This design comes from an exercise in tuning for small area, a short achievable clock period and few clock cycles per item on the open sky130 flow, not from production work. At most, simulation tests tie the RTL to the original design; equivalence was not proved. With no activity given, the tool overestimates toggling in this design, so its power and IR-drop figures are unreliable.

==> inputs of sierra <==
Design sha384_core, start of the top module:
module sha384_core (
    input  wire         clk,
    input  wire         rst,
    input  wire         in_valid,
    output wire         in_ready,
    input  wire [63:0]  in_data,
    input  wire         in_first,
    input  wire         in_last,
    output reg          out_valid,
    output wire [383:0] out_digest
);
==> flow/config.mk <==
export PLATFORM = sky130hd
export DESIGN_NAME = sha384_core
export DESIGN_NICKNAME = sha384_core
export VERILOG_FILES = /design/flow/design.v
export SDC_FILE = /design/flow/constraint.sdc
export NUM_CORES = 4
export LEC_CHECK = 0
export ABC_AREA = 1
export CAP_MARGIN = 20
export CORE_MARGIN = 2
export CORE_UTILIZATION = 45
export SLEW_MARGIN = 20
export SYNTH_MEMORY_MAX_BITS = 16384
==> flow/constraint.sdc <==
create_clock -name core_clock -period 15.0 [get_ports {clk}]
set_input_delay 3.0000 -clock core_clock [delete_from_list [all_inputs] [get_ports {clk}]]
set_output_delay 3.0000 -clock core_clock [all_outputs]
set_load 0.01 [all_outputs]
standard.sh (not shown) runs the stock make flow with config.mk's settings and CLKGATE_MAP_FILE= SYNTH_SCRIPT=/design/flow/synth_recipe.tcl, a recipe that flattens the netlist after the stock synthesis.
==> flow/flow/run.sh <==
#!/bin/bash
# Standard synthesis and layout, with these changes to how the layout is made:
#  * timing repair aims at a setup margin of MARGIN ns over the design's
#    clock period (flow/margin.txt), so gates are sized for a shorter period;
#  * clock tree synthesis uses smaller clock buffers and no dummy loads;
#  * ports are buffered with buf_2 cells.
# The constraints (constraint.sdc) are the standard flow's, unchanged.
set -euo pipefail
MARGIN=$(cat flow/margin.txt)
CTS="-sink_clustering_enable -repair_clock_nets -dont_use_dummy_load -buf_list $(cat flow/ctsbuf.txt)"
bash standard.sh synth > synth.log 2>&1
bash standard.sh SETUP_SLACK_MARGIN=$MARGIN "CTS_ARGS=$CTS" "BUFFER_PORTS_ARGS=-buffer_cell sky130_fd_sc_hd__buf_2" finish > layout.log 2>&1
==> flow/flow/ctsbuf.txt <==
sky130_fd_sc_hd__clkbuf_4 sky130_fd_sc_hd__clkbuf_8
==> flow/flow/margin.txt <==
10.5
==> zinc (differences from sierra) <==
--- a/flow/design.v
+++ b/flow/design.v
@@ -158,18 +158,18 @@
     reg [63:0] w [0:15];                          
     reg [63:0] p;                                 
     reg [63:0] kn;
     assign in_ready   = rdy;
     assign out_digest = {q3, q2, q1, q0, q7, q6};
     wire take = in_valid & rdy;
     wire [63:0] big_s0 = {a[27:0], a[63:28]} ^ {a[33:0], a[63:34]} ^ {a[38:0], a[63:39]};
     wire [63:0] big_s1 = {e[13:0], e[63:14]} ^ {e[17:0], e[63:18]} ^ {e[40:0], e[63:41]};
-    wire [63:0] ch     = (e & f) | (~e & g);
-    wire [63:0] maj    = (a & b) | (a & c) | (b & c);
+    wire [63:0] ch     = g ^ (e & (f ^ g));
+    wire [63:0] maj    = (a & (b | c)) | (b & c);
     wire [63:0] x1s = p ^ ch ^ maj;
     wire [63:0] x1c = {((p & ch) | (p & maj) | (ch & maj)), 1'b0};
     wire [63:0] x2s = x1s ^ big_s1 ^ big_s0;
     wire [63:0] x2c = {((x1s & big_s1) | (x1s & big_s0) | (big_s1 & big_s0)), 1'b0};
     wire [63:0] x3s = x2s ^ x2c ^ x1c;
     wire [63:0] x3c = {((x2s & x2c) | (x2s & x1c) | (x2c & x1c)), 1'b0};
     wire [63:0] a_rnd = x3s + x3c;
     wire [63:0] y1s = d ^ p ^ ch;
@@ -182,21 +182,19 @@
     wire [63:0] v1c = {((g & kn) | (g & w15) | (kn & w15)), 1'b0};
     wire [63:0] p_n = add_bk(v1s, v1c);
     wire [63:0] sm0 = {w[1][0], w[1][63:1]} ^ {w[1][7:0], w[1][63:8]} ^ (w[1] >> 7);
     wire [63:0] sm1 = {w[14][18:0], w[14][63:19]} ^ {w[14][60:0], w[14][63:61]} ^ (w[14] >> 6);
     wire [63:0] z1s = sm0 ^ sm1 ^ w[9];
     wire [63:0] z1c = {((sm0 & sm1) | (sm0 & w[9]) | (sm1 & w[9])), 1'b0};
     wire [63:0] z2s = z1s ^ z1c ^ w[0];
     wire [63:0] z2c = {((z1s & z1c) | (z1s & w[0]) | (z1c & w[0])), 1'b0};
-    wire        fin_now = (st == ST_FIN);
-    wire [63:0] w_sum = add_sk(fin_now ? h : z2s, fin_now ? q4 : z2c);
-    wire [63:0] w_new = w_sum;
+    wire [63:0] w_new = add_sk(z2s, z2c);
     wire [63:0] fin_a = add_bk(d, q0);
-    wire [63:0] fin_e = w_sum;
+    wire [63:0] fin_e = add_bk(h, q4);
     wire op_round = (st == ST_ROUND);
     wire op_fin   = (st == ST_FIN);
     wire op_init  = (st == ST_INIT) || (st == ST_ISPIN && cnt[3:2] == 2'd0);
     wire q_iv     = op_init || (op_round && qiv && t[6:2] == 5'd0);
     wire a_iv     = op_init || (op_fin && last_blk);
     wire a_fin    = op_fin && !last_blk;
     wire slot1    = ((st == ST_INIT || st == ST_FIN) && cnt[1:0] == 2'd3) ||
                     (st == ST_WAIT && cnt[1:0] == 2'd3) ||
==> flow/flow/run.sh (replaced) <==
#!/bin/bash
# Standard synthesis and layout, with these changes to how the layout is made:
#  * timing repair aims at a setup margin of MARGIN ns over the design's
#    clock period (flow/margin.txt), so gates are sized for a shorter period;
#  * clock tree synthesis uses the buffers in flow/ctsbuf.txt, clusters of up
#    to 20 sinks within 200 um per leaf buffer and no dummy loads;
#  * ports are buffered with buf_2 cells.
# The constraints (constraint.sdc) are the standard flow's, unchanged.
set -euo pipefail
MARGIN=$(cat flow/margin.txt)
CTS="-sink_clustering_enable -sink_clustering_size 20 -sink_clustering_max_diameter 200 -repair_clock_nets -dont_use_dummy_load -buf_list {$(cat flow/ctsbuf.txt)}"
bash standard.sh synth > synth.log 2>&1
bash standard.sh SETUP_SLACK_MARGIN=$MARGIN "CTS_ARGS=$CTS" "BUFFER_PORTS_ARGS=-buffer_cell sky130_fd_sc_hd__buf_2" finish > layout.log 2>&1
==> flow/flow/ctsbuf.txt (replaced) <==
sky130_fd_sc_hd__clkbuf_16
==> flow/flow/margin.txt (replaced) <==
10.6
- CORE_UTILIZATION: 45 -> 40
==> quartz (differences from sierra) <==
--- a/flow/design.v
+++ b/flow/design.v
@@ -122,32 +122,16 @@
             for (l = 16; l >= 1; l = l / 2)
                 for (i = 3 * l - 1; i < 64; i = i + 2 * l) begin
                     gg[i] = gg[i] | (pp[i] & gg[i - l]);
                     pp[i] = pp[i] & pp[i - l];
                 end
             add_bk = (x ^ y) ^ {gg[62:0], 1'b0};
         end
     endfunction
-    function [63:0] add_sk(input [63:0] x, input [63:0] y);
-        reg [63:0] gg, pp;
-        integer i, l, j;
-        begin
-            gg = x & y;
-            pp = x ^ y;
-            for (l = 1; l < 64; l = l * 2)
-                for (i = 0; i < 64; i = i + 1)
-                    if (((i / l) % 2) == 1) begin
-                        j = (i / l) * l - 1;
-                        gg[i] = gg[i] | (pp[i] & gg[j]);
-                        pp[i] = pp[i] & pp[j];
-                    end
-            add_sk = (x ^ y) ^ {gg[62:0], 1'b0};
-        end
-    endfunction
     reg [2:0]  st;
     reg [3:0]  cnt;
     reg [6:0]  t;            
     reg        got0;         
     reg        ufirst;       
     reg        last_pend;    
     reg        last_blk;     
     reg        fresh;        
@@ -183,17 +167,17 @@
     wire [63:0] p_n = add_bk(v1s, v1c);
     wire [63:0] sm0 = {w[1][0], w[1][63:1]} ^ {w[1][7:0], w[1][63:8]} ^ (w[1] >> 7);
     wire [63:0] sm1 = {w[14][18:0], w[14][63:19]} ^ {w[14][60:0], w[14][63:61]} ^ (w[14] >> 6);
     wire [63:0] z1s = sm0 ^ sm1 ^ w[9];
     wire [63:0] z1c = {((sm0 & sm1) | (sm0 & w[9]) | (sm1 & w[9])), 1'b0};
     wire [63:0] z2s = z1s ^ z1c ^ w[0];
     wire [63:0] z2c = {((z1s & z1c) | (z1s & w[0]) | (z1c & w[0])), 1'b0};
     wire        fin_now = (st == ST_FIN);
-    wire [63:0] w_sum = add_sk(fin_now ? h : z2s, fin_now ? q4 : z2c);
+    wire [63:0] w_sum = add_bk(fin_now ? h : z2s, fin_now ? q4 : z2c);
     wire [63:0] w_new = w_sum;
     wire [63:0] fin_a = add_bk(d, q0);
     wire [63:0] fin_e = w_sum;
     wire op_round = (st == ST_ROUND);
     wire op_fin   = (st == ST_FIN);
     wire op_init  = (st == ST_INIT) || (st == ST_ISPIN && cnt[3:2] == 2'd0);
     wire q_iv     = op_init || (op_round && qiv && t[6:2] == 5'd0);
     wire a_iv     = op_init || (op_fin && last_blk);
==> flow/flow/run.sh (replaced) <==
#!/bin/bash
# Standard synthesis and layout; timing repair aims at a margin of
# MARGIN ns over the design's clock period, so the design is sized for
# a shorter period than the design's constraint alone would ask.
set -euo pipefail
MARGIN=$(cat flow/margin.txt)
bash standard.sh synth > synth.log 2>&1
bash standard.sh SETUP_SLACK_MARGIN=$MARGIN finish > layout.log 2>&1
removed: flow/flow/ctsbuf.txt
==> qor summary <==
Outcome: sierra aborted with a tool error; quartz finished clean; zinc finished clean
Last stage reached: sierra clock tree synthesis (4_1_cts); quartz -; zinc -
Clock tree from TritonCTS: sierra -; quartz yes; zinc yes
Number of global-route vias before repair: sierra -; quartz 78400; zinc 73400
Final hold violation count: sierra -; quartz 0; zinc 0
Sort of element at the start of the critical path: sierra -; quartz register; zinc register
Largest contributor to cell area by class: sierra -; quartz multi-input gates; zinc multi-input gates
Critical path buffers and inverters: sierra -; quartz 1; zinc 0
GR Layer Usage met2: sierra -; quartz 63.6%; zinc 57.6%
Max FFs per register: sierra -; quartz 1024; zinc 1024
Origin of the critical flop-to-flop path: sierra -; quartz w[14][42]; zinc e[22]
Portion of netlist area occupied by mux cells: sierra 0.468%; quartz 0%; zinc 0.429%
CTS buffer count: sierra -; quartz 213; zinc 120
Fraction of post-synthesis cell area in the top cell type by area: sierra 46.9%; quartz 46.8%; zinc 46.5%
Routed met3 length: sierra -; quartz 75.8 mm; zinc 43.5 mm
Tightest Pin Transition: sierra -; quartz 1320 ps; zinc 1120 ps
Max-slew violations: sierra -; quartz 0; zinc 0
Adder-Cell Fraction of Synth Area: sierra 17.5%; quartz 17.4%; zinc 18.9%
Slowest-stage cell, CP: sierra -; quartz o211ai_1; zinc fa_1
Share of the final layout cell area in multi-input gates: sierra -; quartz 41.9%; zinc 44.7%
GR Util met3: sierra -; quartz 20.2%; zinc 9.85%
Testbench counts of zinc, summed over its fixed seeds: cycles 59,084, blocks 703.
Function not checked in sierra and quartz: the RTL went through the layout flow alone.

---

==> trial 39: inputs <==
RTL: one of the versions met above, not the one the previous note started from.
==> flow/config.mk <==
export PLATFORM = sky130hd
export DESIGN_NAME = sha384_core
export DESIGN_NICKNAME = sha384_core
export VERILOG_FILES = /design/flow/design.v
export SDC_FILE = /design/flow/constraint.sdc
export NUM_CORES = 4
export LEC_CHECK = 0
export ABC_AREA = 1
export CAP_MARGIN = 20
export CORE_MARGIN = 2
export CORE_UTILIZATION = 40
export PLACE_DENSITY = 0.7
export SLEW_MARGIN = 20
export SYNTH_MEMORY_MAX_BITS = 16384
==> flow/constraint.sdc <==
create_clock -name core_clock -period 15.0 [get_ports {clk}]
set_input_delay 3.0000 -clock core_clock [delete_from_list [all_inputs] [get_ports {clk}]]
set_output_delay 3.0000 -clock core_clock [all_outputs]
set_load 0.01 [all_outputs]
==> flow/flow/run.sh <==
#!/bin/bash
# Standard synthesis and layout, with these changes to how the layout is made:
#  * timing repair aims at a setup margin of MARGIN ns over the design's
#    clock period (flow/margin.txt), so gates are sized for a shorter period;
#  * clock tree synthesis uses smaller clock buffers and no dummy loads;
#  * ports are buffered with buf_2 cells.
# The constraints (constraint.sdc) are the standard flow's, unchanged.
set -euo pipefail
MARGIN=$(cat flow/margin.txt)
CTS="-sink_clustering_enable -repair_clock_nets -dont_use_dummy_load -buf_list {$(cat flow/ctsbuf.txt)}"
bash standard.sh synth > synth.log 2>&1
bash standard.sh SETUP_SLACK_MARGIN=$MARGIN "CTS_ARGS=$CTS" "BUFFER_PORTS_ARGS=-buffer_cell sky130_fd_sc_hd__buf_2" finish > layout.log 2>&1
==> flow/flow/ctsbuf.txt <==
sky130_fd_sc_hd__clkbuf_4 sky130_fd_sc_hd__clkbuf_8
==> flow/flow/margin.txt <==
11.0
==> trial 50: changes against trial 39 <==
--- a/flow/design.v
+++ b/flow/design.v
@@ -185,40 +185,28 @@
     wire [63:0] sm1 = {w[14][18:0], w[14][63:19]} ^ {w[14][60:0], w[14][63:61]} ^ (w[14] >> 6);
     wire [63:0] z1s = sm0 ^ sm1 ^ w[9];
     wire [63:0] z1c = {((sm0 & sm1) | (sm0 & w[9]) | (sm1 & w[9])), 1'b0};
     wire [63:0] z2s = z1s ^ z1c ^ w[0];
     wire [63:0] z2c = {((z1s & z1c) | (z1s & w[0]) | (z1c & w[0])), 1'b0};
     wire [63:0] w_new = add_sk(z2s, z2c);
     wire [63:0] fin_a = add_bk(d, q0);
     wire [63:0] fin_e = add_bk(h, q4);
-    wire op_round = (st == ST_ROUND);
-    wire op_fin   = (st == ST_FIN);
-    wire op_init  = (st == ST_INIT) || (st == ST_ISPIN && cnt[3:2] == 2'd0);
-    wire q_iv     = op_init || (op_round && qiv && t[6:2] == 5'd0);
-    wire a_iv     = op_init || (op_fin && last_blk);
-    wire a_fin    = op_fin && !last_blk;
-    wire slot1    = ((st == ST_INIT || st == ST_FIN) && cnt[1:0] == 2'd3) ||
-                    (st == ST_WAIT && cnt[1:0] == 2'd3) ||
-                    ((st == ST_SPIN || st == ST_ISPIN) && cnt == 4'd15);
-    wire ld_in    = st == ST_INIT || st == ST_WAIT || op_fin ||
-                    (op_round && t <= 7'd13) ||
-                    ((st == ST_SPIN || st == ST_ISPIN) && cnt == 4'd15);
-    wire ld_sched = op_round && t >= 7'd14;
-    wire [1:0] iv_i = op_round ? t[1:0] : cnt[1:0];
+    reg        op_round, op_fin, op_init, q_iv, a_iv, a_fin, ld_in, ld_sched;
+    reg [1:0]  iv_i;
+    reg [6:0]  kidx;         
     reg [63:0] iv_a, iv_e;
     always @(*) begin
         case (iv_i)
             2'd0: begin iv_a = IV3; iv_e = IV7; end
             2'd1: begin iv_a = IV2; iv_e = IV6; end
             2'd2: begin iv_a = IV1; iv_e = IV5; end
             default: begin iv_a = IV0; iv_e = IV4; end
         endcase
     end
-    wire [6:0] kidx = op_round ? t + 7'd2 : slot1 ? t + 7'd1 : t;
     reg [2:0] st_n;
     reg [3:0] cnt_n;
     reg [6:0] t_n;
     reg       got0_n, ufirst_n, lp_n, lb_n, fresh_n, qiv_n, ov_n;
     always @(*) begin
         st_n     = st;
         cnt_n    = cnt + 4'd1;
         t_n      = t;
@@ -278,16 +266,25 @@
             st_n = ST_INIT; cnt_n = 4'd0;
         end
         endcase
     end
     wire slot0_n = (st_n == ST_INIT || st_n == ST_WAIT || st_n == ST_FIN) &&
                    cnt_n[1:0] == 2'd2;
     wire slot1_n = (st_n == ST_INIT || st_n == ST_WAIT || st_n == ST_FIN) &&
                    cnt_n[1:0] == 2'd3 && got0_n && !ufirst_n;
+    wire round_n  = (st_n == ST_ROUND);
+    wire fin_n    = (st_n == ST_FIN);
+    wire init_n   = (st_n == ST_INIT) || (st_n == ST_ISPIN && cnt_n[3:2] == 2'd0);
+    wire pre_n    = ((st_n == ST_INIT || st_n == ST_WAIT || st_n == ST_FIN) &&
+                     cnt_n[1:0] == 2'd3) ||
+                    ((st_n == ST_SPIN || st_n == ST_ISPIN) && cnt_n == 4'd15);
+    wire ld_in_n  = st_n == ST_INIT || st_n == ST_WAIT || fin_n ||
+                    (round_n && t_n <= 7'd13) ||
+                    ((st_n == ST_SPIN || st_n == ST_ISPIN) && cnt_n == 4'd15);
     wire rdy_n   = slot0_n || slot1_n ||
                    (st_n == ST_ROUND && t_n <= 7'd13) ||
                    ((st_n == ST_SPIN || st_n == ST_ISPIN) && cnt_n == 4'd15);
     always @(posedge clk) begin
         if (rst) begin
             st        <= ST_INIT;
             cnt       <= 4'd0;
             t         <= 7'd0;
@@ -308,16 +305,41 @@
             got0      <= got0_n;
             ufirst    <= ufirst_n;
             last_pend <= lp_n;
             last_blk  <= lb_n;
             fresh     <= fresh_n;
             qiv       <= qiv_n;
         end
     end
+    always @(posedge clk) begin
+        if (rst) begin
+            op_round <= 1'b0;
+            op_fin   <= 1'b0;
+            op_init  <= 1'b1;
+            q_iv     <= 1'b1;
+            a_iv     <= 1'b1;
+            a_fin    <= 1'b0;
+            ld_in    <= 1'b1;
+            ld_sched <= 1'b0;
+            iv_i     <= 2'd0;
+            kidx     <= 7'd0;
+        end else begin
+            op_round <= round_n;
+            op_fin   <= fin_n;
+            op_init  <= init_n;
+            q_iv     <= init_n || (round_n && qiv_n && t_n[6:2] == 5'd0);
+            a_iv     <= init_n || (fin_n && lb_n);
+            a_fin    <= fin_n && !lb_n;
+            ld_in    <= ld_in_n;
+            ld_sched <= round_n && t_n >= 7'd14;
+            iv_i     <= round_n ? t_n[1:0] : cnt_n[1:0];
+            kidx     <= round_n ? t_n + 7'd2 : pre_n ? t_n + 7'd1 : t_n;
+        end
+    end
     integer i;
     always @(posedge clk) begin
         kn <= krom(kidx);
         p  <= p_n;
         b <= a; c <= b; d <= c;
         f <= e; g <= f; h <= g;
         if (op_round)   begin a <= a_rnd; e <= e_rnd; end
         else if (a_fin) begin a <= fin_a; e <= fin_e; end
==> flow/flow/run.sh (replaced) <==
#!/bin/bash
# Standard synthesis and layout, with these changes to how the layout is made:
#  * timing repair aims at a setup margin of MARGIN ns over the design's
#    clock period (flow/margin.txt), so gates are sized for a shorter period;
#  * clock tree synthesis uses the buffers in flow/ctsbuf.txt, clusters of up
#    to 20 sinks within 200 um per leaf buffer and no dummy loads;
#  * ports are buffered with buf_2 cells.
# The constraints (constraint.sdc) are the standard flow's, unchanged.
set -euo pipefail
MARGIN=$(cat flow/margin.txt)
CTS="-sink_clustering_enable -sink_clustering_size 20 -sink_clustering_max_diameter 200 -repair_clock_nets -dont_use_dummy_load -buf_list {$(cat flow/ctsbuf.txt)}"
bash standard.sh synth > synth.log 2>&1
bash standard.sh SETUP_SLACK_MARGIN=$MARGIN "CTS_ARGS=$CTS" "BUFFER_PORTS_ARGS=-buffer_cell sky130_fd_sc_hd__buf_2" finish > layout.log 2>&1
==> flow/flow/ctsbuf.txt (replaced) <==
sky130_fd_sc_hd__clkbuf_16
==> flow/flow/margin.txt (replaced) <==
10.75
PLACE_DENSITY = 0.75   (was 0.7)
==> build 43: changes against trial 39 <==
==> flow/flow/run.sh (replaced) <==
#!/bin/bash
# Standard synthesis and layout, with these changes to how the layout is made:
#  * timing repair aims at a setup margin of MARGIN ns over the design's
#    clock period (flow/margin.txt), so gates are sized for a shorter period;
#  * clock tree synthesis uses the buffers in flow/ctsbuf.txt and no dummy loads;
#  * ports are buffered with buf_2 cells.
# The constraints (constraint.sdc) are the standard flow's, unchanged.
set -euo pipefail
MARGIN=$(cat flow/margin.txt)
CTS="-sink_clustering_enable -repair_clock_nets -dont_use_dummy_load -buf_list {$(cat flow/ctsbuf.txt)}"
bash standard.sh synth > synth.log 2>&1
bash standard.sh SETUP_SLACK_MARGIN=$MARGIN "CTS_ARGS=$CTS" "BUFFER_PORTS_ARGS=-buffer_cell sky130_fd_sc_hd__buf_2" finish > layout.log 2>&1
==> flow/flow/ctsbuf.txt (replaced) <==
sky130_fd_sc_hd__clkbuf_16
==> flow/flow/margin.txt (replaced) <==
10.6
PLACE_DENSITY = not set   (was 0.7)
==> build 6: changes against trial 39 <==
==> flow/flow/margin.txt (replaced) <==
10.5
PLACE_DENSITY = not set   (was 0.7)
==> qor summary <==
metric                                                        build 6       trial 39       trial 50       build 43
Global routing met1 resource utilization                        49.3%          45.9%          43.5%          49.6%
Setup crit start                                                g[22]         q1[25]        kidx[0]          st[0]
Wire length the detailed router placed on met1             191,000 um     172,000 um     161,000 um     191,000 um
Multi-input gate area                                    47,500 sq um   51,800 sq um   49,300 sq um   48,300 sq um
Number of nets in the layout                                   11,929         12,156         11,793         11,741
Cell area after layout                                  113,000 sq um  119,000 sq um  113,000 sq um  111,000 sq um
Global-route usage over all layers                              38.8%          34.8%          34.3%          38.3%
Via count of the routed design                                 76,932         79,868         78,816         76,033
Worst R2R Path Depth                                               12             24             11             14
Core occupancy in the finished layout                           47.9%          50.8%          47.8%          47.4%
Plain + repair buffers                                            709            953            780            670
Sequential share of cell area                                   39.9%          38.0%          40.1%          40.2%
Result of the run                            timing/DRC/antenna clean  timing/DRC/antenna clean  timing/DRC/antenna clean  timing/DRC/antenna clean
Number of sinks driven by the clock tree                        2,198          2,198          2,214          2,198
Testbench counts of trial 39, summed over its fixed seeds: cycles 59,084, blocks 703.
Testbench counts of trial 50, summed over its fixed seeds: cycles 59,084, blocks 703.
Testbench counts of build 43, summed over its fixed seeds: cycles 59,084, blocks 703.
Testbench counts of build 6, summed over its fixed seeds: cycles 59,084, blocks 703.

==> afterwards: timing with drivers on the ports <==
The results above use ideal ports. As a check the final layouts listed here were re-extracted and re-timed, cells and wires unchanged.
Step 1 sets driving cells, clkbuf_16 on the clock port and buf_2 on the other inputs (assumed; they add their load-dependent delay and slew).
Step 2 adds t to the input delays and takes it off the output delays; t is the mean of the earliest and latest rising clock arrival at the registers after step 1. Input paths then give back, and output paths get back, about the clock's delay inside the block.
Three values: ideal, step 1, step 2; two values: the first two.
run	t, ns	setup WS [ns]	cell pins on the clock port's net
zinc	0.917	10.547 / 10.540 / 10.524	1
quartz	0.974	9.883 / 9.883 / 9.883	1
trial 39	1.161	10.328 / 10.233 / 10.482	1
trial 50	0.923	10.565 / 10.521 / 10.125	1
build 43	0.954	10.539 / 10.524 / 10.535	1
build 6	1.160	10.406 / 10.315 / 10.406	1
After both steps setup and hold are still met in every run listed. For trial 50, which loses most, drivers alone change the setup slack by -0.044 ns; drivers and shift together by -0.440 ns.
